From an optimization exercise on the open Yosys and OpenROAD flow, aimed at small area, a short achievable clock period and few clock cycles per item; shortcuts taken in it are not production practice.
In this exercise RTL edits were held to simulation tests only and were not proved equivalent to the original.
No activity file was given, so power comes from the tool's default toggle rates.

--- design.v ---
module kh_addr_decode (
    input  wire        clk,
    input  wire        rst,           
    input  wire        cfg_we,
    input  wire [3:0]  cfg_idx,
    input  wire [63:0] cfg_wdata,
    input  wire        in_valid,
    output reg         in_ready,
    input  wire [51:0] in_addr,
    output reg         out_valid,
    input  wire        out_ready,
    output reg  [6:0]  out_slice,
    output reg  [12:0] out_sf_set,
    output reg  [7:0]  out_hlc_set,
    output reg  [9:0]  out_pred,
    output reg         out_hit,
    output reg  [3:0]  out_region,
    output reg  [3:0]  out_port
);
    function [3:0] mod9_6;
        input [5:0] i;
        begin
            case (i)
                6'd0: mod9_6 = 4'd0;
                6'd1: mod9_6 = 4'd1;
                6'd2: mod9_6 = 4'd2;
                6'd3: mod9_6 = 4'd3;
                6'd4: mod9_6 = 4'd4;
                6'd5: mod9_6 = 4'd5;
                6'd6: mod9_6 = 4'd6;
                6'd7: mod9_6 = 4'd7;
                6'd8: mod9_6 = 4'd8;
                6'd9: mod9_6 = 4'd0;
                6'd10: mod9_6 = 4'd1;
                6'd11: mod9_6 = 4'd2;
                6'd12: mod9_6 = 4'd3;
                6'd13: mod9_6 = 4'd4;
                6'd14: mod9_6 = 4'd5;
                6'd15: mod9_6 = 4'd6;
                6'd16: mod9_6 = 4'd7;
                6'd17: mod9_6 = 4'd8;
                6'd18: mod9_6 = 4'd0;
                6'd19: mod9_6 = 4'd1;
                6'd20: mod9_6 = 4'd2;
                6'd21: mod9_6 = 4'd3;
                6'd22: mod9_6 = 4'd4;
                6'd23: mod9_6 = 4'd5;
                6'd24: mod9_6 = 4'd6;
                6'd25: mod9_6 = 4'd7;
                6'd26: mod9_6 = 4'd8;
                6'd27: mod9_6 = 4'd0;
                6'd28: mod9_6 = 4'd1;
                6'd29: mod9_6 = 4'd2;
                6'd30: mod9_6 = 4'd3;
                6'd31: mod9_6 = 4'd4;
                6'd32: mod9_6 = 4'd5;
                6'd33: mod9_6 = 4'd6;
                6'd34: mod9_6 = 4'd7;
                6'd35: mod9_6 = 4'd8;
                6'd36: mod9_6 = 4'd0;
                6'd37: mod9_6 = 4'd1;
                6'd38: mod9_6 = 4'd2;
                6'd39: mod9_6 = 4'd3;
                6'd40: mod9_6 = 4'd4;
                6'd41: mod9_6 = 4'd5;
                6'd42: mod9_6 = 4'd6;
                6'd43: mod9_6 = 4'd7;
                6'd44: mod9_6 = 4'd8;
                6'd45: mod9_6 = 4'd0;
                6'd46: mod9_6 = 4'd1;
                6'd47: mod9_6 = 4'd2;
                6'd48: mod9_6 = 4'd3;
                6'd49: mod9_6 = 4'd4;
                6'd50: mod9_6 = 4'd5;
                6'd51: mod9_6 = 4'd6;
                6'd52: mod9_6 = 4'd7;
                6'd53: mod9_6 = 4'd8;
                6'd54: mod9_6 = 4'd0;
                6'd55: mod9_6 = 4'd1;
                6'd56: mod9_6 = 4'd2;
                6'd57: mod9_6 = 4'd3;
                6'd58: mod9_6 = 4'd4;
                6'd59: mod9_6 = 4'd5;
                6'd60: mod9_6 = 4'd6;
                6'd61: mod9_6 = 4'd7;
                6'd62: mod9_6 = 4'd8;
                6'd63: mod9_6 = 4'd0;
                default: mod9_6 = 4'd0;
            endcase
        end
    endfunction
    function [2:0] mod7_6;
        input [5:0] i;
        begin
            case (i)
                6'd0: mod7_6 = 3'd0;
                6'd1: mod7_6 = 3'd1;
                6'd2: mod7_6 = 3'd2;
                6'd3: mod7_6 = 3'd3;
                6'd4: mod7_6 = 3'd4;
                6'd5: mod7_6 = 3'd5;
                6'd6: mod7_6 = 3'd6;
                6'd7: mod7_6 = 3'd0;
                6'd8: mod7_6 = 3'd1;
                6'd9: mod7_6 = 3'd2;
                6'd10: mod7_6 = 3'd3;
                6'd11: mod7_6 = 3'd4;
                6'd12: mod7_6 = 3'd5;
                6'd13: mod7_6 = 3'd6;
                6'd14: mod7_6 = 3'd0;
                6'd15: mod7_6 = 3'd1;
                6'd16: mod7_6 = 3'd2;
                6'd17: mod7_6 = 3'd3;
                6'd18: mod7_6 = 3'd4;
                6'd19: mod7_6 = 3'd5;
                6'd20: mod7_6 = 3'd6;
                6'd21: mod7_6 = 3'd0;
                6'd22: mod7_6 = 3'd1;
                6'd23: mod7_6 = 3'd2;
                6'd24: mod7_6 = 3'd3;
                6'd25: mod7_6 = 3'd4;
                6'd26: mod7_6 = 3'd5;
                6'd27: mod7_6 = 3'd6;
                6'd28: mod7_6 = 3'd0;
                6'd29: mod7_6 = 3'd1;
                6'd30: mod7_6 = 3'd2;
                6'd31: mod7_6 = 3'd3;
                6'd32: mod7_6 = 3'd4;
                6'd33: mod7_6 = 3'd5;
                6'd34: mod7_6 = 3'd6;
                6'd35: mod7_6 = 3'd0;
                6'd36: mod7_6 = 3'd1;
                6'd37: mod7_6 = 3'd2;
                6'd38: mod7_6 = 3'd3;
                6'd39: mod7_6 = 3'd4;
                6'd40: mod7_6 = 3'd5;
                6'd41: mod7_6 = 3'd6;
                6'd42: mod7_6 = 3'd0;
                6'd43: mod7_6 = 3'd1;
                6'd44: mod7_6 = 3'd2;
                6'd45: mod7_6 = 3'd3;
                6'd46: mod7_6 = 3'd4;
                6'd47: mod7_6 = 3'd5;
                6'd48: mod7_6 = 3'd6;
                6'd49: mod7_6 = 3'd0;
                6'd50: mod7_6 = 3'd1;
                6'd51: mod7_6 = 3'd2;
                6'd52: mod7_6 = 3'd3;
                6'd53: mod7_6 = 3'd4;
                6'd54: mod7_6 = 3'd5;
                6'd55: mod7_6 = 3'd6;
                6'd56: mod7_6 = 3'd0;
                6'd57: mod7_6 = 3'd1;
                6'd58: mod7_6 = 3'd2;
                6'd59: mod7_6 = 3'd3;
                6'd60: mod7_6 = 3'd4;
                6'd61: mod7_6 = 3'd5;
                6'd62: mod7_6 = 3'd6;
                6'd63: mod7_6 = 3'd0;
                default: mod7_6 = 3'd0;
            endcase
        end
    endfunction
    function [2:0] mod5_4;
        input [3:0] i;
        begin
            case (i)
                4'd0: mod5_4 = 3'd0;
                4'd1: mod5_4 = 3'd1;
                4'd2: mod5_4 = 3'd2;
                4'd3: mod5_4 = 3'd3;
                4'd4: mod5_4 = 3'd4;
                4'd5: mod5_4 = 3'd0;
                4'd6: mod5_4 = 3'd1;
                4'd7: mod5_4 = 3'd2;
                4'd8: mod5_4 = 3'd3;
                4'd9: mod5_4 = 3'd4;
                4'd10: mod5_4 = 3'd0;
                4'd11: mod5_4 = 3'd1;
                4'd12: mod5_4 = 3'd2;
                4'd13: mod5_4 = 3'd3;
                4'd14: mod5_4 = 3'd4;
                4'd15: mod5_4 = 3'd0;
                default: mod5_4 = 3'd0;
            endcase
        end
    endfunction
    function [3:0] mod11_6;
        input [5:0] i;
        begin
            case (i)
                6'd0: mod11_6 = 4'd2;
                6'd1: mod11_6 = 4'd3;
                6'd2: mod11_6 = 4'd4;
                6'd3: mod11_6 = 4'd5;
                6'd4: mod11_6 = 4'd6;
                6'd5: mod11_6 = 4'd7;
                6'd6: mod11_6 = 4'd8;
                6'd7: mod11_6 = 4'd9;
                6'd8: mod11_6 = 4'd10;
                6'd9: mod11_6 = 4'd0;
                6'd10: mod11_6 = 4'd1;
                6'd11: mod11_6 = 4'd2;
                6'd12: mod11_6 = 4'd3;
                6'd13: mod11_6 = 4'd4;
                6'd14: mod11_6 = 4'd5;
                6'd15: mod11_6 = 4'd6;
                6'd16: mod11_6 = 4'd7;
                6'd17: mod11_6 = 4'd8;
                6'd18: mod11_6 = 4'd9;
                6'd19: mod11_6 = 4'd10;
                6'd20: mod11_6 = 4'd0;
                6'd21: mod11_6 = 4'd1;
                6'd22: mod11_6 = 4'd2;
                6'd23: mod11_6 = 4'd3;
                6'd24: mod11_6 = 4'd4;
                6'd25: mod11_6 = 4'd5;
                6'd26: mod11_6 = 4'd6;
                6'd27: mod11_6 = 4'd7;
                6'd28: mod11_6 = 4'd8;
                6'd29: mod11_6 = 4'd9;
                6'd30: mod11_6 = 4'd10;
                6'd31: mod11_6 = 4'd0;
                6'd32: mod11_6 = 4'd1;
                6'd33: mod11_6 = 4'd2;
                6'd34: mod11_6 = 4'd3;
                6'd35: mod11_6 = 4'd4;
                6'd36: mod11_6 = 4'd5;
                6'd37: mod11_6 = 4'd6;
                6'd38: mod11_6 = 4'd7;
                6'd39: mod11_6 = 4'd8;
                6'd40: mod11_6 = 4'd9;
                6'd41: mod11_6 = 4'd10;
                6'd42: mod11_6 = 4'd0;
                6'd43: mod11_6 = 4'd1;
                6'd44: mod11_6 = 4'd2;
                6'd45: mod11_6 = 4'd3;
                6'd46: mod11_6 = 4'd4;
                6'd47: mod11_6 = 4'd5;
                6'd48: mod11_6 = 4'd6;
                6'd49: mod11_6 = 4'd7;
                6'd50: mod11_6 = 4'd8;
                6'd51: mod11_6 = 4'd9;
                6'd52: mod11_6 = 4'd10;
                6'd53: mod11_6 = 4'd0;
                6'd54: mod11_6 = 4'd1;
                6'd55: mod11_6 = 4'd2;
                6'd56: mod11_6 = 4'd3;
                6'd57: mod11_6 = 4'd4;
                6'd58: mod11_6 = 4'd5;
                6'd59: mod11_6 = 4'd6;
                6'd60: mod11_6 = 4'd7;
                6'd61: mod11_6 = 4'd8;
                6'd62: mod11_6 = 4'd9;
                6'd63: mod11_6 = 4'd10;
                default: mod11_6 = 4'd0;
            endcase
        end
    endfunction
    reg [21:0] rgn_nbase [0:15];
    reg [21:0] rgn_limit [0:15];
    reg [11:0] rgn_mask  [0:15];
    reg [1:0]  rgn_gran  [0:15];
    reg [15:0] rgn_ok;
    wire w_ok = cfg_wdata[63] & (|cfg_wdata[55:44]);
    genvar g;
    generate
        for (g = 0; g < 16; g = g + 1) begin : g_rgn
            wire sel = cfg_we && cfg_idx == g;
            always @(posedge clk) begin
                if (sel) begin
                    rgn_nbase[g] <= ~cfg_wdata[21:0];
                    rgn_limit[g] <= cfg_wdata[43:22];
                    rgn_mask[g]  <= cfg_wdata[55:44];
                    rgn_gran[g]  <= cfg_wdata[57:56];
                end
            end
            always @(posedge clk) begin
                if (rst)
                    rgn_ok[g] <= 1'b0;
                else if (sel)
                    rgn_ok[g] <= w_ok;
            end
        end
    endgenerate
    reg [51:6] a_r;
    reg        a_v;
    reg        s_v;
    wire in_fire  = in_valid && in_ready;
    wire out_take = !out_valid || out_ready;
    wire a_used   = a_v && (out_take || !s_v);
    always @(posedge clk)
        if (in_fire) a_r <= in_addr[51:6];
    wire [51:6] a = a_r;
    wire [6:0] slice_c = a[12:6] ^ a[19:13] ^ a[26:20] ^ a[33:27]
                       ^ a[40:34] ^ a[47:41] ^ {3'b000, a[51:48]};
    wire [12:0] sf_set_c = a[25:13] ^ a[38:26] ^ a[51:39];
    wire [7:0] hlc_set_c = a[20:13] ^ a[28:21] ^ a[36:29] ^ a[44:37]
                         ^ {1'b0, a[51:45]};
    wire [9:0] pred_c = a[15:6] ^ a[25:16] ^ a[35:26] ^ a[45:36]
                      ^ {4'b0000, a[51:46]};
    wire [21:0] gib  = a[51:30];
    wire [21:0] ngib = ~gib;
    wire [15:0] hit_v;
    generate
        for (g = 0; g < 16; g = g + 1) begin : g_cmp
            wire [22:0] cb;    
            wire [22:0] cl;    
            assign cb[0] = 1'b1;
            assign cl[0] = 1'b1;
            genvar i;
            for (i = 0; i < 22; i = i + 1) begin : g_bit
                assign cb[i+1] = (gib[i] & rgn_nbase[g][i]) | (cb[i] & (gib[i] | rgn_nbase[g][i]));
                assign cl[i+1] = (rgn_limit[g][i] & ngib[i]) | (cl[i] & (rgn_limit[g][i] | ngib[i]));
            end
            assign hit_v[g] = rgn_ok[g] & cb[22] & cl[22];
        end
    endgenerate
    wire [15:0] pf1 = hit_v | {hit_v[14:0], 1'b0};
    wire [15:0] pf2 = pf1 | {pf1[13:0], 2'b0};
    wire [15:0] pf4 = pf2 | {pf2[11:0], 4'b0};
    wire [15:0] pf8 = pf4 | {pf4[7:0], 8'b0};
    wire [15:0] first = hit_v & ~{pf8[14:0], 1'b0};
    reg [11:0] mask_s;
    reg [1:0]  gran_s;
    reg [3:0]  region_s;
    integer r;
    always @(*) begin
        mask_s   = 12'd0;
        gran_s   = 2'd0;
        region_s = 4'd0;
        for (r = 0; r < 16; r = r + 1) begin
            mask_s   = mask_s   | (rgn_mask[r] & {12{first[r]}});
            gran_s   = gran_s   | (rgn_gran[r] & {2{first[r]}});
            region_s = region_s | (r[3:0] & {4{first[r]}});
        end
    end
    wire hit_s = pf8[15];
    wire [20:8] ym;
    assign ym[11:8]  = a[11:8]  & {4{gran_s == 2'd0}};
    assign ym[15:12] = a[15:12] & {4{gran_s[1] == 1'b0}};
    assign ym[20:16] = a[20:16] & {5{gran_s != 2'd3}};
    wire f12_s1;
    wire f12_c2;
    wire f12_s3;
    wire f12_c4;
    wire f12_s5;
    wire f12_c6;
    wire f12_s7;
    wire f12_c8;
    wire f12_s9;
    wire f12_c10;
    wire f12_s11;
    wire f12_c12;
    wire f12_s13;
    wire f12_c14;
    wire f12_s15;
    wire f12_c16;
    wire f12_s17;
    wire f12_c18;
    wire f12_s19;
    wire f12_c20;
    wire f12_s21;
    wire f12_c22;
    wire f12_s23;
    wire f12_c24;
    wire f12_s25;
    wire f12_c26;
    wire f12_s27;
    wire f12_c28;
    wire f12_s29;
    wire f12_c30;
    wire f12_s31;
    wire f12_c32;
    wire f12_s33;
    wire f12_c34;
    wire f12_s35;
    wire f12_c36;
    wire f12_s37;
    wire f12_c38;
    wire f12_s39;
    wire f12_c40;
    wire f12_s41;
    wire f12_c42;
    wire f12_s43;
    wire f12_c44;
    wire f12_s45;
    wire f12_c46;
    wire f12_s47;
    wire f12_c48;
    wire f6_s49;
    wire f6_c50;
    wire f6_s51;
    wire f6_c52;
    wire f6_s53;
    wire f6_c54;
    wire f6_s55;
    wire f6_c56;
    wire f6_s57;
    wire f6_c58;
    wire f6_s59;
    wire f6_c60;
    wire f6_s61;
    wire f6_c62;
    wire f6_s63;
    wire f6_c64;
    wire f6_s65;
    wire f6_c66;
    wire f6_s67;
    wire f6_c68;
    wire f6_s69;
    wire f6_c70;
    wire f6_s71;
    wire f6_c72;
    wire [6:0] r6_v73;
    wire r6_hs74;
    wire r6_hc75;
    wire r6_s76;
    wire r6_c77;
    wire r6_hs78;
    wire r6_hc79;
    wire r6_hs80;
    wire r6_hc81;
    wire f4_s82;
    wire f4_c83;
    wire f4_s84;
    wire f4_c85;
    wire f4_s86;
    wire f4_c87;
    wire f4_s88;
    wire f4_c89;
    wire f4_s90;
    wire f4_c91;
    wire f4_s92;
    wire f4_c93;
    wire f4_s94;
    wire f4_c95;
    wire f4_s96;
    wire f4_c97;
    wire f4_s98;
    wire f4_c99;
    wire f4_s100;
    wire f4_c101;
    wire f4_s102;
    wire f4_c103;
    wire f4_s104;
    wire f4_c105;
    wire [4:0] r4_v106;
    wire r4_hs107;
    wire r4_hc108;
    wire r4_s109;
    wire r4_c110;
    wire r4_s111;
    wire r4_c112;
    wire r4_s113;
    wire r4_c114;
    wire f10_s115;
    wire f10_c116;
    wire f10_s117;
    wire f10_c118;
    wire f10_s119;
    wire f10_c120;
    wire f10_s121;
    wire f10_c122;
    wire f10_s123;
    wire f10_c124;
    wire f10_s125;
    wire f10_c126;
    wire f10_s127;
    wire f10_c128;
    wire f10_s129;
    wire f10_c130;
    wire f10_s131;
    wire f10_c132;
    wire f10_s133;
    wire f10_c134;
    wire f10_s135;
    wire f10_c136;
    wire f10_s137;
    wire f10_c138;
    wire f10_s139;
    wire f10_c140;
    wire f10_s141;
    wire f10_c142;
    wire f10_s143;
    wire f10_c144;
    wire f10_s145;
    wire f10_c146;
    wire f10_s147;
    wire f10_c148;
    wire f10_s149;
    wire f10_c150;
    wire f10_s151;
    wire f10_c152;
    wire f10_s153;
    wire f10_c154;
    wire f10_s155;
    wire f10_c156;
    wire f10_s157;
    wire f10_c158;
    wire f10_s159;
    wire f10_c160;
    wire f10_s161;
    wire f10_c162;
    wire f10_s163;
    wire f10_c164;
    wire f10_s165;
    wire f10_c166;
    wire f10_s167;
    wire f10_c168;
    wire f10_s169;
    wire f10_c170;
    wire f10_s171;
    wire f10_c172;
    wire f10_s173;
    wire f10_c174;
    wire [10:0] r10_v175;
    wire r10_hs176;
    wire r10_hc177;
    wire r10_s178;
    wire r10_c179;
    wire r10_hs180;
    wire r10_hc181;
    wire r10_hs182;
    wire r10_hc183;
    wire r10_hs184;
    wire r10_hc185;
    wire r10_hs186;
    wire r10_hc187;
    wire r10_hs188;
    wire r10_hc189;
    wire r10_hs190;
    wire r10_hc191;
    wire r10_s192;
    wire r10_c193;
    wire r10_s194;
    wire r10_c195;
    assign f12_s1 = a[24] ^ a[36] ^ a[48];
    assign f12_c2 = (a[24] & a[36]) | (a[24] & a[48]) | (a[36] & a[48]);
    assign f12_s3 = a[25] ^ a[37] ^ a[49];
    assign f12_c4 = (a[25] & a[37]) | (a[25] & a[49]) | (a[37] & a[49]);
    assign f12_s5 = a[26] ^ a[38] ^ a[50];
    assign f12_c6 = (a[26] & a[38]) | (a[26] & a[50]) | (a[38] & a[50]);
    assign f12_s7 = a[27] ^ a[39] ^ a[51];
    assign f12_c8 = (a[27] & a[39]) | (a[27] & a[51]) | (a[39] & a[51]);
    assign f12_s9 = a[21] ^ a[33] ^ a[45];
    assign f12_c10 = (a[21] & a[33]) | (a[21] & a[45]) | (a[33] & a[45]);
    assign f12_s11 = a[22] ^ a[34] ^ a[46];
    assign f12_c12 = (a[22] & a[34]) | (a[22] & a[46]) | (a[34] & a[46]);
    assign f12_s13 = a[23] ^ a[35] ^ a[47];
    assign f12_c14 = (a[23] & a[35]) | (a[23] & a[47]) | (a[35] & a[47]);
    assign f12_s15 = a[28] ^ a[40] ^ f12_c8;
    assign f12_c16 = (a[28] & a[40]) | (a[28] & f12_c8) | (a[40] & f12_c8);
    assign f12_s17 = a[29] ^ a[41] ^ f12_c16;
    assign f12_c18 = (a[29] & a[41]) | (a[29] & f12_c16) | (a[41] & f12_c16);
    assign f12_s19 = a[30] ^ a[42] ^ f12_c18;
    assign f12_c20 = (a[30] & a[42]) | (a[30] & f12_c18) | (a[42] & f12_c18);
    assign f12_s21 = a[31] ^ a[43] ^ f12_c20;
    assign f12_c22 = (a[31] & a[43]) | (a[31] & f12_c20) | (a[43] & f12_c20);
    assign f12_s23 = a[32] ^ a[44] ^ f12_c22;
    assign f12_c24 = (a[32] & a[44]) | (a[32] & f12_c22) | (a[44] & f12_c22);
    assign f12_s25 = f12_s1 ^ f12_c14 ^ ym[12];
    assign f12_c26 = (f12_s1 & f12_c14) | (f12_s1 & ym[12]) | (f12_c14 & ym[12]);
    assign f12_s27 = f12_c2 ^ f12_s3 ^ ym[13];
    assign f12_c28 = (f12_c2 & f12_s3) | (f12_c2 & ym[13]) | (f12_s3 & ym[13]);
    assign f12_s29 = f12_c4 ^ f12_s5 ^ ym[14];
    assign f12_c30 = (f12_c4 & f12_s5) | (f12_c4 & ym[14]) | (f12_s5 & ym[14]);
    assign f12_s31 = f12_c6 ^ f12_s7 ^ ym[15];
    assign f12_c32 = (f12_c6 & f12_s7) | (f12_c6 & ym[15]) | (f12_s7 & ym[15]);
    assign f12_s33 = f12_s23 ^ ym[8] ^ ym[20];
    assign f12_c34 = (f12_s23 & ym[8]) | (f12_s23 & ym[20]) | (ym[8] & ym[20]);
    assign f12_s35 = f12_s9 ^ f12_c24 ^ ym[9];
    assign f12_c36 = (f12_s9 & f12_c24) | (f12_s9 & ym[9]) | (f12_c24 & ym[9]);
    assign f12_s37 = f12_c10 ^ f12_s11 ^ ym[10];
    assign f12_c38 = (f12_c10 & f12_s11) | (f12_c10 & ym[10]) | (f12_s11 & ym[10]);
    assign f12_s39 = f12_c12 ^ f12_s13 ^ ym[11];
    assign f12_c40 = (f12_c12 & f12_s13) | (f12_c12 & ym[11]) | (f12_s13 & ym[11]);
    assign f12_s41 = f12_s15 ^ ym[16] ^ f12_c32;
    assign f12_c42 = (f12_s15 & ym[16]) | (f12_s15 & f12_c32) | (ym[16] & f12_c32);
    assign f12_s43 = f12_s17 ^ ym[17] ^ f12_c42;
    assign f12_c44 = (f12_s17 & ym[17]) | (f12_s17 & f12_c42) | (ym[17] & f12_c42);
    assign f12_s45 = f12_s19 ^ ym[18] ^ f12_c44;
    assign f12_c46 = (f12_s19 & ym[18]) | (f12_s19 & f12_c44) | (ym[18] & f12_c44);
    assign f12_s47 = f12_s21 ^ ym[19] ^ f12_c46;
    assign f12_c48 = (f12_s21 & ym[19]) | (f12_s21 & f12_c46) | (ym[19] & f12_c46);
    assign f6_s49 = f12_c28 ^ f12_s29 ^ f12_s33;
    assign f6_c50 = (f12_c28 & f12_s29) | (f12_c28 & f12_s33) | (f12_s29 & f12_s33);
    assign f6_s51 = f12_c30 ^ f12_s31 ^ f12_c34;
    assign f6_c52 = (f12_c30 & f12_s31) | (f12_c30 & f12_c34) | (f12_s31 & f12_c34);
    assign f6_s53 = f12_s35 ^ f6_c50 ^ f6_s51;
    assign f6_c54 = (f12_s35 & f6_c50) | (f12_s35 & f6_s51) | (f6_c50 & f6_s51);
    assign f6_s55 = f12_c36 ^ f12_s37 ^ f12_s41;
    assign f6_c56 = (f12_c36 & f12_s37) | (f12_c36 & f12_s41) | (f12_s37 & f12_s41);
    assign f6_s57 = f6_c52 ^ f6_c54 ^ f6_s55;
    assign f6_c58 = (f6_c52 & f6_c54) | (f6_c52 & f6_s55) | (f6_c54 & f6_s55);
    assign f6_s59 = f12_c38 ^ f12_s39 ^ f12_s43;
    assign f6_c60 = (f12_c38 & f12_s39) | (f12_c38 & f12_s43) | (f12_s39 & f12_s43);
    assign f6_s61 = f12_s25 ^ f12_c40 ^ f12_s45;
    assign f6_c62 = (f12_s25 & f12_c40) | (f12_s25 & f12_s45) | (f12_c40 & f12_s45);
    assign f6_s63 = f6_c56 ^ f6_c58 ^ f6_s59;
    assign f6_c64 = (f6_c56 & f6_c58) | (f6_c56 & f6_s59) | (f6_c58 & f6_s59);
    assign f6_s65 = f6_c60 ^ f6_s61 ^ f6_c64;
    assign f6_c66 = (f6_c60 & f6_s61) | (f6_c60 & f6_c64) | (f6_s61 & f6_c64);
    assign f6_s67 = f12_c26 ^ f12_s27 ^ f12_s47;
    assign f6_c68 = (f12_c26 & f12_s27) | (f12_c26 & f12_s47) | (f12_s27 & f12_s47);
    assign f6_s69 = f6_c62 ^ f6_c66 ^ f6_s67;
    assign f6_c70 = (f6_c62 & f6_c66) | (f6_c62 & f6_s67) | (f6_c66 & f6_s67);
    assign f6_s71 = f6_s49 ^ f12_c48 ^ f6_c68;
    assign f6_c72 = (f6_s49 & f12_c48) | (f6_s49 & f6_c68) | (f12_c48 & f6_c68);
    assign r6_v73[0] = f6_s65;
    assign r6_v73[1] = f6_s69;
    assign r6_hs74 = f6_c70 ^ f6_s71;
    assign r6_hc75 = f6_c70 & f6_s71;
    assign r6_v73[2] = r6_hs74;
    assign r6_s76 = f6_s53 ^ f6_c72 ^ r6_hc75;
    assign r6_c77 = (f6_s53 & f6_c72) | (f6_s53 & r6_hc75) | (f6_c72 & r6_hc75);
    assign r6_v73[3] = r6_s76;
    assign r6_hs78 = f6_s57 ^ r6_c77;
    assign r6_hc79 = f6_s57 & r6_c77;
    assign r6_v73[4] = r6_hs78;
    assign r6_hs80 = f6_s63 ^ r6_hc79;
    assign r6_hc81 = f6_s63 & r6_hc79;
    assign r6_v73[5] = r6_hs80;
    assign r6_v73[6] = r6_hc81;
    assign f4_s82 = f12_s25 ^ f12_c40 ^ f12_s33;
    assign f4_c83 = (f12_s25 & f12_c40) | (f12_s25 & f12_s33) | (f12_c40 & f12_s33);
    assign f4_s84 = f12_c26 ^ f12_s27 ^ f12_c34;
    assign f4_c85 = (f12_c26 & f12_s27) | (f12_c26 & f12_c34) | (f12_s27 & f12_c34);
    assign f4_s86 = f12_c28 ^ f12_s29 ^ f12_c36;
    assign f4_c87 = (f12_c28 & f12_s29) | (f12_c28 & f12_c36) | (f12_s29 & f12_c36);
    assign f4_s88 = f12_c30 ^ f12_s31 ^ f12_c38;
    assign f4_c89 = (f12_c30 & f12_s31) | (f12_c30 & f12_c38) | (f12_s31 & f12_c38);
    assign f4_s90 = f12_s41 ^ f4_s82 ^ f4_c89;
    assign f4_c91 = (f12_s41 & f4_s82) | (f12_s41 & f4_c89) | (f4_s82 & f4_c89);
    assign f4_s92 = f12_s35 ^ f4_c83 ^ f4_s84;
    assign f4_c93 = (f12_s35 & f4_c83) | (f12_s35 & f4_s84) | (f4_c83 & f4_s84);
    assign f4_s94 = f12_s37 ^ f4_c85 ^ f4_s86;
    assign f4_c95 = (f12_s37 & f4_c85) | (f12_s37 & f4_s86) | (f4_c85 & f4_s86);
    assign f4_s96 = f12_s39 ^ f4_c87 ^ f4_s88;
    assign f4_c97 = (f12_s39 & f4_c87) | (f12_s39 & f4_s88) | (f4_c87 & f4_s88);
    assign f4_s98 = f12_s43 ^ f4_c91 ^ f4_s92;
    assign f4_c99 = (f12_s43 & f4_c91) | (f12_s43 & f4_s92) | (f4_c91 & f4_s92);
    assign f4_s100 = f4_c93 ^ f4_s94 ^ f12_s45;
    assign f4_c101 = (f4_c93 & f4_s94) | (f4_c93 & f12_s45) | (f4_s94 & f12_s45);
    assign f4_s102 = f4_s90 ^ f4_c97 ^ f12_c48;
    assign f4_c103 = (f4_s90 & f4_c97) | (f4_s90 & f12_c48) | (f4_c97 & f12_c48);
    assign f4_s104 = f4_c95 ^ f4_s96 ^ f12_s47;
    assign f4_c105 = (f4_c95 & f4_s96) | (f4_c95 & f12_s47) | (f4_s96 & f12_s47);
    assign r4_hs107 = f4_s102 ^ f4_c105;
    assign r4_hc108 = f4_s102 & f4_c105;
    assign r4_v106[0] = r4_hs107;
    assign r4_s109 = f4_s98 ^ f4_c103 ^ r4_hc108;
    assign r4_c110 = (f4_s98 & f4_c103) | (f4_s98 & r4_hc108) | (f4_c103 & r4_hc108);
    assign r4_v106[1] = r4_s109;
    assign r4_s111 = f4_c99 ^ f4_s100 ^ r4_c110;
    assign r4_c112 = (f4_c99 & f4_s100) | (f4_c99 & r4_c110) | (f4_s100 & r4_c110);
    assign r4_v106[2] = r4_s111;
    assign r4_s113 = f4_c101 ^ f4_s104 ^ r4_c112;
    assign r4_c114 = (f4_c101 & f4_s104) | (f4_c101 & r4_c112) | (f4_s104 & r4_c112);
    assign r4_v106[3] = r4_s113;
    assign r4_v106[4] = r4_c114;
    assign f10_s115 = a[30] ^ a[40] ^ a[50];
    assign f10_c116 = (a[30] & a[40]) | (a[30] & a[50]) | (a[40] & a[50]);
    assign f10_s117 = a[21] ^ a[31] ^ a[41];
    assign f10_c118 = (a[21] & a[31]) | (a[21] & a[41]) | (a[31] & a[41]);
    assign f10_s119 = a[22] ^ a[32] ^ a[42];
    assign f10_c120 = (a[22] & a[32]) | (a[22] & a[42]) | (a[32] & a[42]);
    assign f10_s121 = a[23] ^ a[33] ^ a[43];
    assign f10_c122 = (a[23] & a[33]) | (a[23] & a[43]) | (a[33] & a[43]);
    assign f10_s123 = a[24] ^ a[34] ^ a[44];
    assign f10_c124 = (a[24] & a[34]) | (a[24] & a[44]) | (a[34] & a[44]);
    assign f10_s125 = a[25] ^ a[35] ^ a[45];
    assign f10_c126 = (a[25] & a[35]) | (a[25] & a[45]) | (a[35] & a[45]);
    assign f10_s127 = a[26] ^ a[36] ^ a[46];
    assign f10_c128 = (a[26] & a[36]) | (a[26] & a[46]) | (a[36] & a[46]);
    assign f10_s129 = a[27] ^ a[37] ^ a[47];
    assign f10_c130 = (a[27] & a[37]) | (a[27] & a[47]) | (a[37] & a[47]);
    assign f10_s131 = a[28] ^ a[38] ^ a[48];
    assign f10_c132 = (a[28] & a[38]) | (a[28] & a[48]) | (a[38] & a[48]);
    assign f10_s133 = a[29] ^ a[39] ^ a[49];
    assign f10_c134 = (a[29] & a[39]) | (a[29] & a[49]) | (a[39] & a[49]);
    assign f10_s135 = a[51] ^ f10_c116 ^ f10_s117;
    assign f10_c136 = (a[51] & f10_c116) | (a[51] & f10_s117) | (f10_c116 & f10_s117);
    assign f10_s137 = f10_c118 ^ f10_s119 ^ f10_c136;
    assign f10_c138 = (f10_c118 & f10_s119) | (f10_c118 & f10_c136) | (f10_s119 & f10_c136);
    assign f10_s139 = f10_c120 ^ f10_s121 ^ f10_c138;
    assign f10_c140 = (f10_c120 & f10_s121) | (f10_c120 & f10_c138) | (f10_s121 & f10_c138);
    assign f10_s141 = f10_c122 ^ f10_s123 ^ f10_c140;
    assign f10_c142 = (f10_c122 & f10_s123) | (f10_c122 & f10_c140) | (f10_s123 & f10_c140);
    assign f10_s143 = f10_c124 ^ f10_s125 ^ f10_c142;
    assign f10_c144 = (f10_c124 & f10_s125) | (f10_c124 & f10_c142) | (f10_s125 & f10_c142);
    assign f10_s145 = f10_c126 ^ f10_s127 ^ f10_c144;
    assign f10_c146 = (f10_c126 & f10_s127) | (f10_c126 & f10_c144) | (f10_s127 & f10_c144);
    assign f10_s147 = f10_c128 ^ f10_s129 ^ f10_c146;
    assign f10_c148 = (f10_c128 & f10_s129) | (f10_c128 & f10_c146) | (f10_s129 & f10_c146);
    assign f10_s149 = f10_c130 ^ f10_s131 ^ f10_c148;
    assign f10_c150 = (f10_c130 & f10_s131) | (f10_c130 & f10_c148) | (f10_s131 & f10_c148);
    assign f10_s151 = f10_c132 ^ f10_s133 ^ f10_c150;
    assign f10_c152 = (f10_c132 & f10_s133) | (f10_c132 & f10_c150) | (f10_s133 & f10_c150);
    assign f10_s153 = f10_s115 ^ f10_c134 ^ ym[10];
    assign f10_c154 = (f10_s115 & f10_c134) | (f10_s115 & ym[10]) | (f10_c134 & ym[10]);
    assign f10_s155 = f10_s149 ^ ym[8] ^ ym[18];
    assign f10_c156 = (f10_s149 & ym[8]) | (f10_s149 & ym[18]) | (ym[8] & ym[18]);
    assign f10_s157 = ym[9] ^ ym[19] ^ f10_s151;
    assign f10_c158 = (ym[9] & ym[19]) | (ym[9] & f10_s151) | (ym[19] & f10_s151);
    assign f10_s159 = ym[20] ^ f10_c152 ^ f10_s153;
    assign f10_c160 = (ym[20] & f10_c152) | (ym[20] & f10_s153) | (f10_c152 & f10_s153);
    assign f10_s161 = f10_s135 ^ ym[11] ^ f10_c154;
    assign f10_c162 = (f10_s135 & ym[11]) | (f10_s135 & f10_c154) | (ym[11] & f10_c154);
    assign f10_s163 = f10_s137 ^ ym[12] ^ f10_c162;
    assign f10_c164 = (f10_s137 & ym[12]) | (f10_s137 & f10_c162) | (ym[12] & f10_c162);
    assign f10_s165 = f10_s139 ^ ym[13] ^ f10_c164;
    assign f10_c166 = (f10_s139 & ym[13]) | (f10_s139 & f10_c164) | (ym[13] & f10_c164);
    assign f10_s167 = f10_s141 ^ ym[14] ^ f10_c166;
    assign f10_c168 = (f10_s141 & ym[14]) | (f10_s141 & f10_c166) | (ym[14] & f10_c166);
    assign f10_s169 = f10_s143 ^ ym[15] ^ f10_c168;
    assign f10_c170 = (f10_s143 & ym[15]) | (f10_s143 & f10_c168) | (ym[15] & f10_c168);
    assign f10_s171 = f10_s145 ^ ym[16] ^ f10_c170;
    assign f10_c172 = (f10_s145 & ym[16]) | (f10_s145 & f10_c170) | (ym[16] & f10_c170);
    assign f10_s173 = f10_s147 ^ ym[17] ^ f10_c172;
    assign f10_c174 = (f10_s147 & ym[17]) | (f10_s147 & f10_c172) | (ym[17] & f10_c172);
    assign r10_hs176 = f10_c158 ^ f10_s159;
    assign r10_hc177 = f10_c158 & f10_s159;
    assign r10_v175[0] = r10_hs176;
    assign r10_s178 = f10_c160 ^ f10_s161 ^ r10_hc177;
    assign r10_c179 = (f10_c160 & f10_s161) | (f10_c160 & r10_hc177) | (f10_s161 & r10_hc177);
    assign r10_v175[1] = r10_s178;
    assign r10_hs180 = f10_s163 ^ r10_c179;
    assign r10_hc181 = f10_s163 & r10_c179;
    assign r10_v175[2] = r10_hs180;
    assign r10_hs182 = f10_s165 ^ r10_hc181;
    assign r10_hc183 = f10_s165 & r10_hc181;
    assign r10_v175[3] = r10_hs182;
    assign r10_hs184 = f10_s167 ^ r10_hc183;
    assign r10_hc185 = f10_s167 & r10_hc183;
    assign r10_v175[4] = r10_hs184;
    assign r10_hs186 = f10_s169 ^ r10_hc185;
    assign r10_hc187 = f10_s169 & r10_hc185;
    assign r10_v175[5] = r10_hs186;
    assign r10_hs188 = f10_s171 ^ r10_hc187;
    assign r10_hc189 = f10_s171 & r10_hc187;
    assign r10_v175[6] = r10_hs188;
    assign r10_hs190 = f10_s173 ^ r10_hc189;
    assign r10_hc191 = f10_s173 & r10_hc189;
    assign r10_v175[7] = r10_hs190;
    assign r10_s192 = f10_s155 ^ f10_c174 ^ r10_hc191;
    assign r10_c193 = (f10_s155 & f10_c174) | (f10_s155 & r10_hc191) | (f10_c174 & r10_hc191);
    assign r10_v175[8] = r10_s192;
    assign r10_s194 = f10_c156 ^ f10_s157 ^ r10_c193;
    assign r10_c195 = (f10_c156 & f10_s157) | (f10_c156 & r10_c193) | (f10_s157 & r10_c193);
    assign r10_v175[9] = r10_s194;
    assign r10_v175[10] = r10_c195;
    wire [5:0] t63   = r6_v73[5:0] + {5'd0, r6_v73[6]};
    wire [3:0] t15   = r4_v106[3:0] + {3'd0, r4_v106[4]};
    wire [9:0] t1023 = r10_v175[9:0] + {9'd0, r10_v175[10]};
    reg  [5:0] u63;
    reg  [3:0] u15;
    reg  [9:0] u1023;
    always @(*) begin
        case (gran_s)    
            2'd0: begin u63 = {t63[1:0], t63[5:2]}; u15 = t15;             u1023 = {t1023[7:0], t1023[9:8]}; end
            2'd1: begin u63 = t63;                  u15 = t15;             u1023 = {t1023[1:0], t1023[9:2]}; end
            2'd2: begin u63 = {t63[3:0], t63[5:4]}; u15 = t15;             u1023 = {t1023[5:0], t1023[9:6]}; end
            default: begin u63 = {t63[2:0], t63[5:3]}; u15 = {t15[0], t15[3:1]}; u1023 = {t1023[0], t1023[9:1]}; end
        endcase
    end
    wire [5:0] d11 = {1'b0, u1023[4:0]} + {1'b0, ~u1023[9:5]};
    wire [3:0] r9  = mod9_6(u63);
    wire [2:0] r7  = mod7_6(u63);
    wire [2:0] r5  = mod5_4(u15);
    wire [3:0] r11 = mod11_6(d11);
    reg  [2:0] r8;
    always @(*) begin
        case (gran_s)
            2'd0:    r8 = a[10:8];
            2'd1:    r8 = a[14:12];
            2'd2:    r8 = a[18:16];
            default: r8 = a[23:21];
        endcase
    end
    wire [1:0] r3 = (r9 >= 4'd6) ? r9 - 4'd6 : (r9 >= 4'd3) ? r9 - 4'd3 : r9;
    wire [1:0] q0 = mask_s[0] + mask_s[1] + mask_s[2];
    wire [1:0] q1 = mask_s[3] + mask_s[4] + mask_s[5];
    wire [1:0] q2 = mask_s[6] + mask_s[7] + mask_s[8];
    wire [1:0] q3 = mask_s[9] + mask_s[10] + mask_s[11];
    wire [2:0] h0 = q0 + q1;
    wire [2:0] h1 = q2 + q3;
    wire [3:0] nports = h0 + h1;
    reg [3:0] k_c;
    always @(*) begin
        case (nports)
            4'd2:    k_c = {3'd0, r8[0]};
            4'd3:    k_c = {2'd0, r3};
            4'd4:    k_c = {2'd0, r8[1:0]};
            4'd5:    k_c = {1'b0, r5};
            4'd6:    k_c = (r8[0] == r3[0]) ? {2'd0, r3} : {2'd0, r3} + 4'd3;
            4'd7:    k_c = {1'b0, r7};
            4'd8:    k_c = {1'b0, r8};
            4'd9:    k_c = r9;
            4'd10:   k_c = (r8[0] == r5[0]) ? {1'b0, r5} : {1'b0, r5} + 4'd5;
            4'd11:   k_c = r11;
            4'd12:   k_c = (r3 == 2'd0) ? ((r8[1:0] == 2'd0) ? 4'd0 : (r8[1:0] == 2'd1) ? 4'd9 :
                                           (r8[1:0] == 2'd2) ? 4'd6 : 4'd3) :
                       (r3 == 2'd1) ? ((r8[1:0] == 2'd0) ? 4'd4 : (r8[1:0] == 2'd1) ? 4'd1 :
                                           (r8[1:0] == 2'd2) ? 4'd10 : 4'd7) :
                                      ((r8[1:0] == 2'd0) ? 4'd8 : (r8[1:0] == 2'd1) ? 4'd5 :
                                           (r8[1:0] == 2'd2) ? 4'd2 : 4'd11);
            default: k_c = 4'd0;
        endcase
    end
    reg [3:0] below_n [0:11];
    integer j;
    always @(*) begin
        below_n[0] = 4'd0;
        for (j = 1; j < 12; j = j + 1)
            below_n[j] = below_n[j-1] + {3'd0, mask_s[j-1]};
    end
    reg [3:0] port_c;
    always @(*) begin
        port_c = 4'd0;
        for (j = 0; j < 12; j = j + 1)
            if (mask_s[j] && below_n[j] == k_c)
                port_c = port_c | j[3:0];
    end
    wire [46:0] res_c = {slice_c, sf_set_c, hlc_set_c, pred_c, hit_s, region_s, port_c};
    reg [46:0] skid;
    wire       s_next = out_take ? (s_v && a_v) : (s_v || a_v);
    wire       a_next = in_fire || (a_v && !a_used);
    always @(posedge clk) begin
        if (rst) begin
            a_v       <= 1'b0;
            s_v       <= 1'b0;
            out_valid <= 1'b0;
            in_ready  <= 1'b1;
        end else begin
            a_v       <= a_next;
            s_v       <= s_next;
            if (out_take)
                out_valid <= s_v || a_v;
            in_ready  <= !(a_next && s_next);
        end
    end
    always @(posedge clk) begin
        if (a_v && (out_take ? s_v : !s_v))
            skid <= res_c;
    end
    always @(posedge clk) begin
        if (out_take && (s_v || a_v))
            {out_slice, out_sf_set, out_hlc_set, out_pred, out_hit, out_region, out_port}
                <= s_v ? skid : res_c;
    end
endmodule
--- flow/run.sh ---
#!/bin/bash
set -euo pipefail
rm -rf scripts_mod
cp -r "$FLOW_HOME/scripts" scripts_mod
cp flow/abc_area.script scripts_mod/abc_area.script
export SCRIPTS_DIR="$PWD/scripts_mod"
export BUFFER_PORTS_ARGS="-buffer_cell sky130_fd_sc_hd__buf_1"
bash standard.sh > standard.log 2>&1
--- flow/abc_area.script ---
strash
dch -f
map -a
topo
--- standard.sh ---
#!/bin/bash
# synth_recipe.tcl (not shown) runs the flow's synth.tcl, then flattens the netlist and writes it again
# the make line also repeats each setting of config.mk as NAME=value (left out here)
make -C /OpenROAD-flow-scripts/flow DESIGN_CONFIG=/design/flow/config.mk WORK_HOME=/design/flow/orfs CLKGATE_MAP_FILE= SYNTH_SCRIPT=/design/flow/synth_recipe.tcl "${@:-finish}"
--- config.mk ---
export PLATFORM = sky130hd
export DESIGN_NAME = kh_addr_decode
export DESIGN_NICKNAME = kh_addr_decode
export VERILOG_FILES = /design/flow/design.v
export SDC_FILE = /design/flow/constraint.sdc
export NUM_CORES = 4
export LEC_CHECK = 0
export ABC_AREA = 1
export CAP_MARGIN = 20
export CORE_MARGIN = 2
export CORE_UTILIZATION = 40
export CTS_BUF_LIST = sky130_fd_sc_hd__clkbuf_8
export SLEW_MARGIN = 20
--- constraint.sdc ---
create_clock -name core_clock -period 105.0 [get_ports {clk}]
set_input_delay 21.0000 -clock core_clock [delete_from_list [all_inputs] [get_ports {clk}]]
set_output_delay 21.0000 -clock core_clock [all_outputs]
set_load 0.01 [all_outputs]
==> results of run 1 <==
## layer usage
layer,GRT usage,share of wire,wire length [um]
met5,0,0,0
met4,0.0614,0.025,3200
met2,0.335,0.47,61700
met3,0.0396,0.063,8290
met1,0.280,0.44,57600
## area by class of cell
type | instances | area, um2 | share of cell area
antenna | 4 | 10.0 | 0.000178
clock buffer | 182 | 2500 | 0.0446
clock inverter | 136 | 791 | 0.0141
inverter | 331 | 1240 | 0.0221
multi-input combinational | 2398 | 15900 | 0.283
sequential | 1088 | 32500 | 0.578
tap | 1625 | 2030 | 0.0362
timing repair buffer | 248 | 1250 | 0.0223
## power by group through the flow
stage	Clock (W)	Combinational, W	Sequential (W)
finish	0.000346	0.000942	0.000497
floorplan	0	0.000708	0.000508
global placement	0	0.000925	0.000505
global route	0.000373	0.00108	0.000498
CTS	0.000356	0.000940	0.000497
detailed placement	0	0.000935	0.000506
## state kept, by name, indices dropped and copies added, names as in the netlist, 4 cells and up
register,flops
rgn_limit,352
rgn_nbase,352
rgn_mask,192
skid,47
a_r,46
rgn_gran,32
rgn_ok,16
out_sf_set,13
out_pred,10
out_hlc_set,8
out_slice,7
out_port,4
out_region,4
## cell usage after synthesis, types with 78 or more instances
cell type / instances
sky130_fd_sc_hd__edfxtp_1: 1068
sky130_fd_sc_hd__nand2_1: 526
sky130_fd_sc_hd__clkinv_1: 331
sky130_fd_sc_hd__nor2_1: 240
sky130_fd_sc_hd__o21ai_0: 233
sky130_fd_sc_hd__o22ai_1: 216
sky130_fd_sc_hd__a21oi_1: 191
sky130_fd_sc_hd__a22oi_1: 169
sky130_fd_sc_hd__a221oi_1: 127
sky130_fd_sc_hd__xor2_1: 95
sky130_fd_sc_hd__fa_1: 92
sky130_fd_sc_hd__o221ai_1: 78
## placed cells by master (no fill, tap or decap), types with 127 or more instances in the layout
cell,netlist,layout
sky130_fd_sc_hd__nand2_1,526,526
sky130_fd_sc_hd__o21ai_0,233,231
sky130_fd_sc_hd__clkbuf_8,0,182
sky130_fd_sc_hd__nor2_1,240,222
sky130_fd_sc_hd__o22ai_1,216,216
sky130_fd_sc_hd__a221oi_1,127,127
sky130_fd_sc_hd__a21oi_1,191,191
sky130_fd_sc_hd__edfxtp_1,1068,1068
sky130_fd_sc_hd__clkinv_1,331,361
sky130_fd_sc_hd__a22oi_1,169,169
sky130_fd_sc_hd__buf_1,0,162
## worst min-delay path: cells and delay by family, from the launching register on
family / cells / cell delay (ns)
and+or+nand+nor: 2 / 0.10
DFF: 1 / 0.32
## worst paths after layout
path / from / to / slack, ns / depth (start not counted)
setup / recovery: out_sf_set[8] / out_sf_set[8] / 82.42 / 1
hold / removal: skid[33] / out_sf_set[6] / 0.49 / 2
setup reg to reg: a_r[32] / out_port[3] / 85.47 / 94
hold reg to reg: skid[33] / out_sf_set[6] / 0.49 / 2
## per-stage QoR
step                      utilization  worst slack, ns  instance area (um2)  instances  total power (W)
final                           0.460            82.42                56200       6012          0.00178
after global routing            0.460            82.38                56200       6010          0.00195
after CTS                       0.460            82.33                56200       6008          0.00179
after detailed placement        0.433            81.54                52900       5690          0.00144
after global placement          0.433            81.53                52900       5689          0.00143
after floorplan                     -            80.85                49400       3817          0.00122
## cell families (layout without fill, tap and decap cells)
family,count (synthesis),in the layout,synth area share
DFF,1088,1088,0.657
adders and majority gates,201,201,0.0632
and+or+nand+nor,898,898,0.0733
buffers and inverters,331,897,0.0251
xor gates and xnor gates,168,168,0.0298
other,0,4,0
AOI/OAI and AO/OA,1131,1131,0.152
==> reports/results.txt, run 1 <==
The cell family contributing the most delay on the critical path is flip-flops. For the gate count after technology mapping, the log shows 3817. For this run, the detailed router's first-pass iteration total came to 6.

From bottom edge to top edge, the die measures 356 um. Dividing the detail-routed via count by the number of cells gives 5.64. IR analysis of the VDD net gives a maximum drop of 0.0765 mV.

Endpoint required time on the critical path: 84.00 ns. Traced cell by cell, the critical path runs through buf_1. In this run, synthesis produced a sequential element count of 1088. Between clock sinks in the finished design, the worst skew comes to 0.0485 ns. In this run the cell area of the synthesized design comes to 49400 um2. The number of antenna violations at the first check in global routing is 2, and the leakage power figure is 18.7 nW. Internal power comes to 0.000988 W. The proportion of synthesized chip area in sequential cells was 0.657. Layout overhead on the synthesized area: 13.6%. For this design the total switching power over the nets is 0.000797 W.

The Yosys step of the flow raised 6 warnings. The logs give 0 for the max-cap violation count and 0 for the number of nets still failing antenna checks after routing. Combinational cell fraction of total power: 0.528. On the critical path, the stage with the largest delay is an instance of sky130_fd_sc_hd__edfxtp_1. The CTS H-tree depth was 4; the placeable core region was 122000 um2. The peak fanout along the critical path is 1. The number of buffers and inverters on the critical path works out to 1. The total half-perimeter wirelength after legalization and detailed placement is 83200 um, and the count of final setup violators is 0. The CTS clock-pin slew for the worst setup and hold paths was 0.08 ns; the final period demand of the worst path was 22.58 ns. The worst hold path belongs to the class register to register. The actual slew at the worst max-slew pin is 1.07 ns, and the maximum operating frequency is 44.3 MHz. The clock tree root driver cell is sky130_fd_sc_hd__clkbuf_8.

TritonCTS built the clock tree. The element type at the critical path end is an output pin. The run gives 0.92 ns as the worst-skew pair later-pin latency. The tools report the number of post-CTS setup repair buffers as 0. The run gives 3 as the number of buffers between clock root and the deepest sink. The total count of hold-check failures in the final report is 0, and the total number of placement rows is 128. The area of the die is 126000 um2, and the via total after detailed routing is 33922. Routability-driven placement finished with a final weighted congestion of 0.863. The filler cells instantiated in the layout total 10964.

The run gives 198000 um as the global-route wire length before repair. For the worst max-slew margin expressed relative to the limit, the log shows 0.280. When the netlist entered floorplanning its net count stood at 4110. The fraction of synthesized cell area taken by the top area cell type came out at 0.649. The clock drives 1088 sinks. The number of max-slew violations in the final report was 0; the final sum of negative setup slack was 0 ns.

For the proportion of power drawn by the clock network, the log shows 0.194. The DRC violation total after the first TritonRoute iteration is 2959. The post-synthesis average cell area was 13.0 um2. The critical path is of the register to output pin type.

For this run, the slowest stage of the critical path takes 0.50 ns. Wires add up to 131000 um. Smallest hold slack: 0.495 ns. Aggregate global routing overflow: 0. The kind of start point of the critical path was a register. Yosys mapped a number of flops with a built-in enable equal to 1068. The maximum number of pins on one net before global-route repair is 70, and the arrival time at the worst endpoint is 1.58 ns. In the synthesized netlist the dominant register cell turns out to be sky130_fd_sc_hd__edfxtp_1. In this run the tool buffered the top-level ports with 162 buffer cells. The switching part of the total power came out at 0.446.

Setup repair after global routing left no endpoint under its margin. By area the synthesized netlist is led by sky130_fd_sc_hd__edfxtp_1 (65%), sky130_fd_sc_hd__nand2_1 (4.0%), sky130_fd_sc_hd__fa_1 (3.7%). For this run, design rule violations remaining after detail routing come to 0. The power density over the cells came out at 31.8 nW/um2.

The number of buffers inserted during clock tree synthesis was 178. The average wire per cell in the routed design was 21.8 um; the total routing usage reported by global routing was 0.206. The number of I/O pins was 174. The tools report the count of nets after finishing as 4538. Number of hold buffers added after cts: 0. The ratio of cells with drive above 1 in the final layout is 0.0821, and the starting density of the core is 0.405.

Gates resized during post-CTS repair numbered 0. The share of synthesized flip-flops with an asynchronous set or reset came out at 0. The flow ran to the end and the layout has no timing, DRC or antenna violations. The tools report the via count of the first global-routing pass as 33447. The share of total power in sequential cells came out at 0.278. Dominant cell type by area after synthesis: sky130_fd_sc_hd__edfxtp_1. The die is 356 um wide. Final critical-path share of the clock period: 0.215. The run gives 49 as the number of distinct library cells after synthesis.
Testbench counts, summed over its fixed seeds: cycles 16,016, items 16,000.
==> run 2, diff against run 1 <==
--- a/config.mk
+++ b/config.mk
@@ -9,5 +9,7 @@
 export CAP_MARGIN = 20
 export CORE_MARGIN = 2
-export CORE_UTILIZATION = 40
+export CORE_UTILIZATION = 60
 export CTS_BUF_LIST = sky130_fd_sc_hd__clkbuf_8
+export CTS_CLUSTER_DIAMETER = 80
+export CTS_CLUSTER_SIZE = 16
 export SLEW_MARGIN = 20
==> reports/results.txt, run 2 <==
The run gives 0.258 (-0.0225) as the worst max-slew margin expressed relative to the limit. The run gives 0 ns (unchanged) as the final sum of negative setup slack. The logs give 84400 um (+1.4%) for the total half-perimeter wirelength after legalization and detailed placement and 196000 um (-1.0%) for the global-route wire length before repair.

The slack of the critical path was 82.35 ns (-0.0743 ns); the last weighted congestion value of the routability-driven placer was 0.904 (+4.7%). Total instance count after detailed placement: 5127 (-9.9%). The gate count after technology mapping came out at 3817 (unchanged). The kind of path behind the tightest hold check was register to register.

The post-synthesis average cell area is 13.0 um2 (unchanged), and the detail-routed via count per cell is 6.48 (+15%). Number of hold buffers added after cts: 0 (unchanged). For the synthesized net count, the log shows 4110 (unchanged). The run gives 84700 um2 (-33%) as the area of the die.

The number of clock sinks came out at 1088 (unchanged). Setup repair after global routing left no endpoint under its margin. The number of synthesized flops with an enable pin came out at 1068 (unchanged). The library cell used most frequently in the layout, excluding fill and tap cells, is sky130_fd_sc_hd__edfxtp_1. Share of synthesized flip-flops with an asynchronous set or reset: 0 (unchanged). Synthesis warning total: 6 (unchanged). The tools report the peak supply drop as 0.0567 mV (-26%). The actual slew at the worst max-slew pin is 1.11 ns (+0.0436 ns). Yosys instantiated no cell more often than sky130_fd_sc_hd__edfxtp_1.

By count the netlist is led by sky130_fd_sc_hd__edfxtp_1 (1068), sky130_fd_sc_hd__nand2_1 (526), sky130_fd_sc_hd__clkinv_1 (331), sky130_fd_sc_hd__nor2_1 (240), sky130_fd_sc_hd__o21ai_0 (233). Peak fanout along the critical path: 33 (+32). The via total after detailed routing is 33996 (+0.22%). The tools report the leakage power figure as 17.5 nW (-6.4%). The tree is rooted in a sky130_fd_sc_hd__clkbuf_8.

Final period demand of the worst path: 22.65 ns (+0.0743 ns). The CTS H-tree depth was 3 (-1). The tools report the placeable core region as 81800 um2 (-33%). The via count of the first global-routing pass is 33617 (+0.51%). The DRC violation total after the first TritonRoute iteration was 3470 (+17%). The startpoint-to-endpoint class of the critical path was input pin to register. STA classifies the critical path endpoint as a register. The largest registers in the layout are rgn_limit x352, rgn_nbase x352, rgn_mask x192.

The total of cells resized after clock tree synthesis was 0 (unchanged). The aggregate global routing overflow was 0 (unchanged). The final critical-path share of the clock period is 0.216 (+0.000708).

CTS clock-pin slew for the worst setup and hold paths: 0.10 ns (+0.02 ns). The count of buffers inserted at the top-level ports was 162 (unchanged); the number of nets still failing antenna checks after routing was 0 (unchanged). For the number of I/O pins, the log shows 174 (unchanged). Die height: 291 um (-18%).

The routed wire length is 130000 um (-0.47%), and the layout overhead on the synthesized area is 8.20%. Traced cell by cell, the critical path runs through buf_1 -> nand3_1 -> nor2_4 -> buf_4. The tools report the starting density of the core as 0.604 (+0.199).

The standard cell with the maximum stage delay on the critical path was sky130_fd_sc_hd__nor2_4. For the maximum number of pins on one net before global-route repair, the log shows 71 (+1.4%). The worst setup path is launched from an input pin. The post-placement worst setup slack is 81.57 ns (+0.0283 ns).

In the post-synthesis netlist, the biggest area contributors are sky130_fd_sc_hd__edfxtp_1 (65%), sky130_fd_sc_hd__nand2_1 (4.0%), sky130_fd_sc_hd__fa_1 (3.7%). The width of the die was 291 um (-18%); the total count of hold-check failures in the final report was 0 (unchanged). For the count of final setup violators, the log shows 0 (unchanged). The run finished with no timing, DRC or antenna violations. The arrival time at the worst endpoint came out at 23.02 ns (+21.44 ns). The top cell types in the final layout, fill and taps aside, are sky130_fd_sc_hd__edfxtp_1 (1068), sky130_fd_sc_hd__nand2_1 (526), sky130_fd_sc_hd__clkinv_1 (331). The tools report the number of antenna violations at the first check in global routing as 2 (unchanged). For the area of the mapped netlist, the log shows 49400 um2 (unchanged).

The fraction of synthesized cell area taken by the top area cell type came out at 0.649 (unchanged). The area used by multi-input combinational logic is 15900 um2 (unchanged), and the total routing usage reported by global routing is 0.305 (+0.0988). The number of buffers inserted during clock tree synthesis is 80 (-55%), and the post-route clock skew is 0.0473 ns (-0.00118 ns).

The endpoint required time on the critical path came out at 105.37 ns (+21.37 ns). Most common flop cell mapped by yosys: sky130_fd_sc_hd__edfxtp_1. The number of remaining DRC errors came out at 0 (unchanged). The tools report the number of iterations in the first detailed-routing pass as 6 (unchanged). Dominant cell type by area after synthesis: sky130_fd_sc_hd__edfxtp_1.

The power density over the cells was 31.2 nW/um2 (-1.7%). The number of distinct library cells after synthesis is 49 (unchanged), and the delay contributed by the slowest stage of the critical path is 0.90 ns (+0.40 ns). The worst-skew pair later-pin latency is 0.75 ns (-0.17 ns). The run gives 0 (unchanged) as the number of max-slew violations in the final report.

The max-cap violation count is 0 (unchanged), and the ratio of cells with drive above 1 in the final layout is 0.0562 (-0.0259). For the final non-filler cell total, the log shows 5249 (-13%). The average wire per cell in the routed design was 24.8 um (+14%). For the number of buffers between clock root and the deepest sink, the log shows 3 (unchanged). TritonCTS built the clock tree. For the count of nets after finishing, the log shows 4434 (-2.3%). The total number of placement rows is 105 (-18%), and the smallest hold slack is 0.519 ns (+0.0242 ns). The number of filler instances in the final layout was 6012 (-45%). The synthesized flop and latch total came out at 1088 (unchanged). The run gives 32500 um2 (unchanged) as the register cell area after layout. The proportion of synthesized chip area in sequential cells is 0.657 (unchanged), and the number of post-CTS setup repair buffers is 0 (unchanged). Maximum operating frequency: 44.1 MHz (-0.33%).
[run 2: cell counts after synthesis]
Identical to the previous run, type by type.
[run 2: final cells by class]
class / count / area share
clock inverter: 39 / 0.00470
multi-input combinational: 2398 / 0.297
sequential: 1088 / 0.607
clock buffer: 80 / 0.0206
timing repair buffer: 242 / 0.0227
antenna: 1 / 0.0000468
inverter: 331 / 0.0232
tap: 1070 / 0.0250
[run 2: report_power, final]
group	internal, W	switching, W	total [W]
Combinational	0.000325	0.000641	0.000966
Sequential	0.000490	0.00000561	0.000496
Clock	0.0000731	0.000136	0.000209
[run 2: path summary, 6_finish.rpt]
path / start / to / slack [ns] / cells after the start
setup reg to reg: a_r[31] / out_port[1] / 84.43 / 94
hold reg to reg: skid[41] / out_slice[1] / 0.52 / 2
setup / recovery: cfg_we / rgn_nbase[2][21] / 82.35 / 4
hold / removal: skid[41] / out_slice[1] / 0.52 / 2
[run 2: worst max-delay path: cells and delay by family]
| kind | cells | cell delay [ns] |
|---|---|---|
| buffers and inverters | 2 | 0.71 |
| AND/OR/NAND/NOR | 2 | 1.26 |
[run 2: metrics by stage]
step | util | total power [W] | area (um2)
after floorplan | - | 0.00122 | 49400
after global placement | 0.637 | 0.00142 | 52100
after detailed placement | 0.637 | 0.00146 | 52100
after CTS | 0.653 | 0.00167 | 53500
after global routing | 0.654 | 0.00181 | 53500
final | 0.654 | 0.00167 | 53500
[run 2: per-layer routing]
metal | track usage | vias up | part of all wire
li1 | - | 15292 | -
met1 | 0.417 | 17077 | 0.41
met2 | 0.518 | 1418 | 0.49
met3 | 0.0361 | 209 | 0.070
met4 | 0.0909 | 0 | 0.027
met5 | 0 | - | 0
[run 2: kinds of logic after synthesis]
logic type	after synthesis	synth area share
DFF	1088	0.657
buffers and inverters	331	0.0251
and+or+nand+nor	898	0.0733
AOI/OAI and AO/OA	1131	0.152
xor gates and xnor gates	168	0.0298
adders and majority gates	201	0.0632
==> run 3, diff against run 2 <==
--- a/config.mk
+++ b/config.mk
@@ -9,5 +9,5 @@
 export CAP_MARGIN = 20
 export CORE_MARGIN = 2
-export CORE_UTILIZATION = 60
+export CORE_UTILIZATION = 75
 export CTS_BUF_LIST = sky130_fd_sc_hd__clkbuf_8
 export CTS_CLUSTER_DIAMETER = 80
==> reports/results.txt, run 3 <==
The flow ran to the end and the layout has no timing, DRC or antenna violations. Setup repair after global routing left no endpoint under its margin. The switching part of the total power came out at 0.476 (+0.00826).

The count of nets after finishing is 4431 (-0.068%). The number of filler instances in the final layout is 3417 (-43%), and the final critical-path share of the clock period is 0.216 (about the same). The tools report the gate count after technology mapping as 3817 (unchanged). The run gives 36356 (+6.9%) as the via total after detailed routing. The synthesis warning total is 6 (unchanged), and the post-synthesis average cell area is 13.0 um2 (unchanged). The number of synthesized flops with an enable pin was 1068 (unchanged); the last weighted congestion value of the routability-driven placer was 0.925 (+2.3%). The worst setup path is of the input pin to register kind.

The number of hold buffers added after cts was 0 (unchanged); the worst-skew pair later-pin latency was 0.76 ns (about the same). The startpoint of the lowest-slack register-to-register path was a_r[31]. The detail-routed via count per cell was 7.22 (+12%). Endpoint required time on the critical path: 105.69 ns (+0.32 ns).

STA classifies the critical path endpoint as a register. The logs give 0.123 (-0.002) for the proportion of power drawn by the clock network and 0.293 (-0.004) for the share of total power in sequential cells. The number of nets still failing antenna checks after routing was 0 (unchanged); the utilization after layout was 0.812 (+0.158).

The logs give 0.657 (unchanged) for the proportion of synthesized chip area in sequential cells and 0 (unchanged) for the aggregate global routing overflow. The max-cap violation count came out at 0 (unchanged). The kind of start point of the critical path is an input pin. The tree is rooted in a sky130_fd_sc_hd__clkbuf_8. The number of antenna violations at the first check in global routing is 7 (+5), and the die height is 261 um (-10%).

The tools report the arrival time at the worst endpoint as 23.37 ns (+0.35 ns). The run gives 36000 (+7.1%) as the via count of the first global-routing pass. The run gives 174 (unchanged) as the number of I/O pins.

Area of the mapped netlist: 49400 um2 (unchanged). The commonest cells after synthesis are sky130_fd_sc_hd__edfxtp_1 (1068), sky130_fd_sc_hd__nand2_1 (526), sky130_fd_sc_hd__clkinv_1 (331), sky130_fd_sc_hd__nor2_1 (240), sky130_fd_sc_hd__o21ai_0 (233). The width of the die came out at 261 um (-10%). The run gives 44.1 MHz (about the same) as the maximum operating frequency. By area the synthesized netlist is led by sky130_fd_sc_hd__edfxtp_1 (65%), sky130_fd_sc_hd__nand2_1 (4.0%), sky130_fd_sc_hd__fa_1 (3.7%). The CTS H-tree depth is 3 (unchanged). The tools report the leakage power figure as 17.4 nW (-0.35%). The startpoint identified for the worst hold timing path is skid[1]. The peak supply drop is 0.0738 mV (+30%), and the layout overhead on the synthesized area is 7.57%. For the number of max-slew violations in the final report, the log shows 0 (unchanged). The share of synthesized flip-flops with an asynchronous set or reset works out to 0 (unchanged). Count of buffers inserted at the top-level ports: 162 (unchanged).

The placeable core region came out at 65500 um2 (-20%). Number of clock sinks: 1088 (unchanged). Peak fanout along the critical path: 39 (+18%). The ratio of cells with drive above 1 in the final layout was 0.0554 (-0.000798); the total half-perimeter wirelength after legalization and detailed placement was 86400 um (+2.4%).

The post-route clock skew was 0.0564 ns (+0.00911 ns). The number of post-CTS setup repair buffers was 0 (unchanged). For the combinational cell fraction of total power, the log shows 0.585 (+0.007). The count of final setup violators was 0 (unchanged); the setup slack of the worst register-to-register path was 85.17 ns (+0.74 ns). The synthesized flop and latch total was 1088 (unchanged); the CTS clock-pin slew for the worst setup and hold paths was 0.12 ns (+0.02 ns). The run gives 4110 (unchanged) as the synthesized net count. The maximum number of pins on one net before global-route repair came out at 71 (unchanged).

The number of remaining DRC errors is 0 (unchanged), and the total power of the final layout is 0.00170 W (+1.5%). The tools report the number of buffers between clock root and the deepest sink as 3 (unchanged). In the final layout, the registers with the most flip-flops are rgn_limit x352, rgn_nbase x352, rgn_mask x192. For the total number of placement rows, the log shows 94 (-10%). The total routing usage reported by global routing was 0.402 (+0.0971). The routed wire length was 135000 um (+4.1%).

The area of the die was 68000 um2 (-20%). Leaving out fill and tap cells, the most frequent cell in the layout is sky130_fd_sc_hd__edfxtp_1. The final period demand of the worst path came out at 22.67 ns (+0.0202 ns).

In the layout the commonest cells are sky130_fd_sc_hd__edfxtp_1 (1068), sky130_fd_sc_hd__nand2_1 (526), sky130_fd_sc_hd__clkinv_1 (331). The run gives 0 ns (unchanged) as the final sum of negative setup slack. The tools report the worst max-slew margin expressed relative to the limit as 0.316 (+0.0577). The number of distinct library cells after synthesis came out at 49 (unchanged).

TritonCTS built the clock tree. Dominant cell type by area after synthesis: sky130_fd_sc_hd__edfxtp_1. Fraction of synthesized cell area taken by the top area cell type: 0.649 (unchanged). The DRC violation total after the first TritonRoute iteration is 5965 (+72%). The switching power was 0.000808 W (+3.3%). The total of cells resized after clock tree synthesis came out at 0 (unchanged). The tools report the number of iterations in the first detailed-routing pass as 8 (+2). The average wire per cell in the routed design came out at 26.9 um (+8.5%).

The tools report the total count of hold-check failures in the final report as 0 (unchanged). In the synthesized netlist the dominant register cell turns out to be sky130_fd_sc_hd__edfxtp_1. Global-route wire length before repair: 205000 um (+4.3%). The internal cell power is 0.000888 W (about the same). The kind of path behind the tightest hold check is register to register. The most frequently used cell type in the post-synthesis netlist was sky130_fd_sc_hd__edfxtp_1. Power density over the cells: 31.9 nW/um2 (+2.1%). In this run the worst setup path begins at cfg_we. The run gives 80 (unchanged) as the number of buffers inserted during clock tree synthesis. The actual slew at the worst max-slew pin was 1.03 ns (-0.0865 ns); the starting density of the core was 0.755 (+0.151).
-- run 3: changes by cell type in the layout (fill, tap and decap cells not counted), moves of 2 or more --
cell / previous run / this run
sky130_fd_sc_hd__diode_2: 1 / 4
sky130_fd_sc_hd__inv_8: 0 / 5
sky130_fd_sc_hd__clkinv_4: 0 / 2
sky130_fd_sc_hd__inv_1: 27 / 18
sky130_fd_sc_hd__buf_4: 78 / 76
sky130_fd_sc_hd__inv_6: 5 / 0
-- run 3: layer usage --
metal / GRT usage / vias up / wire length [um]
li1: - / 15288 / -
met1: 0.532 / 17388 / 46400
met2: 0.651 / 3149 / 64700
met3: 0.0798 / 525 / 18000
met4: 0.189 / 6 / 6410
met5: 0 / - / 44
-- run 3: final cells by class --
cell class,count,area [um2],share of cell area
clock inverters,29,195,0.00367
flip-flops and latches,1088,32500,0.611
clock buffers,81,1110,0.0210
diodes,4,10.0,0.000188
inverters,331,1240,0.0234
well taps,864,1080,0.0203
multi-input cells,2398,15900,0.298
repair buffers,239,1200,0.0225
-- run 3: through the flow --
stage | std cells | hold WS, ns | cell area [um2] | worst slack [ns]
floorplan | 3817 | 0.494 | 49400 | 80.85
global placement | 4919 | 0.502 | 51800 | 81.63
detailed placement | 4919 | 0.505 | 51800 | 81.44
CTS | 5029 | 0.529 | 53200 | 82.24
global route | 5034 | 0.550 | 53200 | 82.21
finish | 5034 | 0.525 | 53200 | 82.33
-- run 3: worst paths after layout --
check           endpoint  cells past startpoint
max            rgn_ok[8]                      6
min          out_port[1]                      2
max reg2reg  out_port[3]                     92
min reg2reg  out_port[1]                      2
-- run 3: critical path: stages --
cell and delay, ns:
sky130_fd_sc_hd__buf_1 0.16, sky130_fd_sc_hd__nand3_1 0.36, sky130_fd_sc_hd__nor2_4 0.78, sky130_fd_sc_hd__buf_4 0.64, sky130_fd_sc_hd__o21ai_0 0.21, sky130_fd_sc_hd__a21oi_1 0.18
-- run 3: power by group through the flow --
stage	registers, W	logic, W	clock network [W]
global placement	0.000505	0.000903	0
floorplan	0.000508	0.000708	0
detailed placement	0.000506	0.000961	0
global route	0.000497	0.00111	0.000219
finish	0.000497	0.000992	0.000208
CTS	0.000496	0.000967	0.000206
-- run 3: kinds of logic after synthesis --
| family | after synthesis | share of synthesized area |
|---|---|---|
| xor gates and xnor gates | 168 | 0.0298 |
| DFF | 1088 | 0.657 |
| adders and majority gates | 201 | 0.0632 |
| AOI/OAI and AO/OA | 1131 | 0.152 |
| buffers and inverters | 331 | 0.0251 |
| and+or+nand+nor | 898 | 0.0733 |

-- separate check: timing with driven ports --
The flow's constraints put no driver on any port. The routed layouts listed below were extracted and timed again, unchanged, in two steps.
Step 1: set_driving_cell puts a clkbuf_16 on clk and a buf_2 on each other input, an assumption about the parent block.
Step 2, shift: input delay + t, output delay - t, t = (earliest + latest rising clock arrival at the registers) / 2. This alone moves slack from input paths to output paths.
Slacks: no drivers / after step 1 / after step 2; pairs: no drivers / after step 1.
| run | t, ns | setup WS [ns] | hold WS [ns] |
|---|---|---|---|
| run 1 | 0.953 | 82.421 / 82.354 / 81.520 | 0.495 / 0.495 / 0.495 |
| run 2 | 0.798 | 82.347 / 82.388 / 81.590 | 0.519 / 0.519 / 0.519 |
| run 3 | 0.803 | 82.326 / 82.363 / 81.559 | 0.525 / 0.525 / 0.525 |
After both steps setup and hold are still met in every run listed. The setup slack of run 1, which loses most, moves by -0.067 ns with the drivers and by -0.901 ns with both steps.
